This design comes from an exercise in tuning for small area and a short achievable clock period on the open sky130 flow, not from production work. At most, simulation tests tie the RTL to the original design; equivalence was not proved. Power is estimated from default activity; no workload was simulated.

## old
Design fmtconv, start of the top module:
module fmtconv (
    input  wire        clk,
    input  wire        rst,           
    input  wire        in_valid,
    input  wire [3:0]  src_fmt,
    input  wire [3:0]  dst_fmt,
    input  wire [1:0]  rnd,           
    input  wire        sat,
    input  wire        strict,
    input  wire        flush,
    input  wire [31:0] in_data,
    output reg         out_valid,
    output reg  [31:0] out_data,
    output reg  [6:0]  out_flags,     
    output reg         out_range      
);
Size in the first run: roughly 2700 cells after synthesis, ~230 flip-flops.
export LEC_CHECK = 0
export ABC_AREA = 1
export CAP_MARGIN = 20
export CORE_MARGIN = 2
export CORE_UTILIZATION = 30
export CTS_CLUSTER_DIAMETER = 100
export CTS_CLUSTER_SIZE = 25
export SLEW_MARGIN = 20
create_clock -name core_clock -period 18.0 [get_ports {clk}]
standard.sh (not shown) runs the stock make flow with config.mk's settings and CLKGATE_MAP_FILE= SYNTH_SCRIPT=/design/flow/synth_recipe.tcl, a recipe that flattens the netlist after the stock synthesis.
==> flow/flow/run.sh <==
#!/bin/bash
# The standard layout flow (standard.sh), with the input and output ports
# buffered by buf_2 cells instead of the delay buffers that buffer_ports
# picks by default. standard.sh's full output goes to standard.log.
export BUFFER_PORTS_ARGS="-buffer_cell sky130_fd_sc_hd__buf_2"
bash standard.sh > standard.log 2>&1
Setup changes, old to new
--- a/flow/design.v
+++ b/flow/design.v
@@ -199,16 +199,19 @@
     input  wire              flushed,
     input  wire              src_int,
     input  wire [31:0]       q,
     input  wire              inc,
     input  wire              inx,
     input  wire              cy,
     input  wire              gt,
     input  wire [7:0]        eb,
+    input  wire              ebgt,     
+    input  wire              ebeq,     
+    input  wire              qz,       
     input  wire              sub,
     input  wire              huge,
     output reg  [31:0]       data,
     output reg  [6:0]        flags
 );
     localparam F_INVALID = 0, F_OVERFLOW = 2, F_UNDERFLOW = 3,
                F_INEXACT = 4, F_FLUSHED = 5, F_CLIPPED = 6;
     reg        t_int, t_kind0, t_kind1, t_kind2, t_flushable;
@@ -227,18 +230,18 @@
             4'h6: begin t_kind2 = 1'b1; fmask = 23'h000001; emaxb = 8'd3;  end
             default: t_int = 1'b1;
         endcase
     end
     wire        sx = sign & t_int;
     wire [31:0] ir = (q ^ {32{sx}}) + {31'd0, sx ^ inc};
     wire [22:0] fr = ir[22:0] & fmask;
     wire [7:0]  ef = (sub ? 8'd0 : eb) + {7'd0, cy};
-    wire ovf   = ~sub & ((eb > emaxb) | ((eb == emaxb) & cy));
-    wire rzero = sub & ~(|q[22:0]) & ~inc;
+    wire ovf   = ~sub & (ebgt | (ebeq & cy));
+    wire rzero = sub & qz & ~inc;
     wire subres = sub & ~cy & ~rzero;
     wire tiny  = sub & ~(cy & gt);
     reg big;
     always @(*) begin
         case (rnd)
             2'd0:    big = 1'b1;
             2'd1:    big = 1'b0;
             2'd2:    big = ~sign;
@@ -467,16 +470,20 @@
         s1_lz      <= d_lz;
         s1_ash     <= d_ash;
         s1_eb0     <= d_eb0;
         s1_ecz     <= d_ecz;
     end
     wire s1_int_dst = (s1_dst >= 4'h7);
     wire s1_sub = ~s1_int_dst & ((s1_eb0 < 10'sd1) | ((s1_eb0 == 10'sd1) & s1_ecz));
     wire signed [9:0] s1_ebl = s1_eb0 - $signed({5'd0, s1_lz});
+    wire [7:0] s1_emaxb = (s1_dst == 4'h0 || s1_dst == 4'h2) ? 8'd254 :
+                          (s1_dst == 4'h1 || s1_dst == 4'h4) ? 8'd30 :
+                          (s1_dst == 4'h3) ? 8'd15 :
+                          (s1_dst == 4'h5) ? 8'd7 : 8'd3;
     wire [31:0] a_q;
     wire        a_g, a_g2, a_st2, a_huge;
     fc_align u_al (
         .dst(s1_dst), .m_raw(s1_m), .lz(s1_lz), .ash(s1_ash), .use_a(s1_int_dst | s1_sub),
         .huge(a_huge),
         .q(a_q), .g(a_g), .g2(a_g2), .st2(a_st2));
     wire        a_inc, a_inx, a_cy, a_gt;
     fc_round u_rd (
@@ -486,16 +493,17 @@
     reg        s2_valid, s2_bad;
     reg [3:0]  s2_dst;
     reg [1:0]  s2_rnd;
     reg        s2_sat, s2_strict, s2_flush;
     reg        s2_sign, s2_zero, s2_inf, s2_nan, s2_snan, s2_flushed, s2_int;
     reg [31:0] s2_q;
     reg        s2_inc, s2_inx, s2_cy, s2_gt, s2_sub, s2_huge;
     reg [7:0]  s2_eb;
+    reg        s2_ebgt, s2_ebeq, s2_qz;
     always @(posedge clk) begin
         if (rst) s2_valid <= 1'b0;
         else     s2_valid <= s1_valid;
         s2_bad     <= s1_bad;
         s2_dst     <= s1_dst;
         s2_rnd     <= s1_rnd;
         s2_sat     <= s1_sat;
         s2_strict  <= s1_strict;
@@ -509,26 +517,29 @@
         s2_int     <= s1_int;
         s2_q       <= a_q;
         s2_inc     <= a_inc;
         s2_inx     <= a_inx;
         s2_cy      <= a_cy;
         s2_gt      <= a_gt;
         s2_sub     <= s1_sub;
         s2_eb      <= s1_ebl[7:0];
+        s2_ebgt    <= s1_ebl[7:0] > s1_emaxb;
+        s2_ebeq    <= s1_ebl[7:0] == s1_emaxb;
+        s2_qz      <= ~(|a_q[22:0]);
         s2_huge    <= a_huge;
     end
     wire [31:0] res_data;
     wire [6:0]  res_flags;
     fc_round_pack u_rp (
         .dst(s2_dst), .rnd(s2_rnd), .sat(s2_sat), .strict(s2_strict),
         .flush_eff(s2_flush | ~s2_strict),
         .sign(s2_sign), .is_zero(s2_zero), .is_inf(s2_inf), .is_nan(s2_nan), .is_snan(s2_snan),
         .flushed(s2_flushed), .src_int(s2_int),
-        .q(s2_q), .inc(s2_inc), .inx(s2_inx), .cy(s2_cy), .gt(s2_gt), .eb(s2_eb), .sub(s2_sub), .huge(s2_huge),
+        .q(s2_q), .inc(s2_inc), .inx(s2_inx), .cy(s2_cy), .gt(s2_gt), .eb(s2_eb), .ebgt(s2_ebgt), .ebeq(s2_ebeq), .qz(s2_qz), .sub(s2_sub), .huge(s2_huge),
         .data(res_data), .flags(res_flags));
     always @(posedge clk) begin
         if (rst) out_valid <= 1'b0;
         else     out_valid <= s2_valid;
         out_data  <= s2_bad ? 32'd0 : res_data;
         out_flags <= s2_bad ? 7'd0  : res_flags;
         out_range <= s2_bad;
     end
==> comparison <==
Arrival time reported for the critical path endpoint: lower on old
Register-to-register slack in new is 0.18 ns below old.
Delay of the slowest critical-path stage, old and new: lower on old
From old to new the numbers moved as follows: final worst slack -0.045 ns; die area went up by about 2.3%; via count grew by 174.
old -> new: peak ir drop on the vdd network increased by more than a quarter
Comparing old and new, the higher total standard cell area after synthesis is on new.
On utilization, old and new are neck and neck.
[compare] base=old new=new: count of non-filler cells in the finished layout went up by 77, total power went up by 2.4%.
The RTL of new was laid out without a check of its function.

==> what the ideal ports hide <==
The results above use ideal ports. As a check the final layouts listed here were re-extracted and re-timed, cells and wires unchanged. Step 1 (the two cells are an assumption about what drives the block):
set clk [get_ports {clk}]
set_driving_cell -lib_cell sky130_fd_sc_hd__clkbuf_16 $clk
set_driving_cell -lib_cell sky130_fd_sc_hd__buf_2 [delete_from_list [all_inputs] $clk]
Step 2 also shifts input and output timing later by t, the mid clock arrival at the registers, as if the neighbouring blocks saw the same clock. Slacks: no drivers / after step 1 / after step 2; pairs: no drivers / after step 1.
run | t (ns) | setup slack, ns | hold WS [ns] | worst register clock-pin slew, ns | worst data-port slew with drivers (ns)
old | 0.572 | 13.408 / 13.353 / 13.541 | 0.334 / 0.334 / 0.334 | 0.10 / 0.10 | 0.04
new | 0.550 | 13.362 / 13.362 / 13.362 | 0.333 / 0.333 / 0.333 | 0.10 / 0.10 | 0.03
After both steps setup and hold are still met in every run listed.
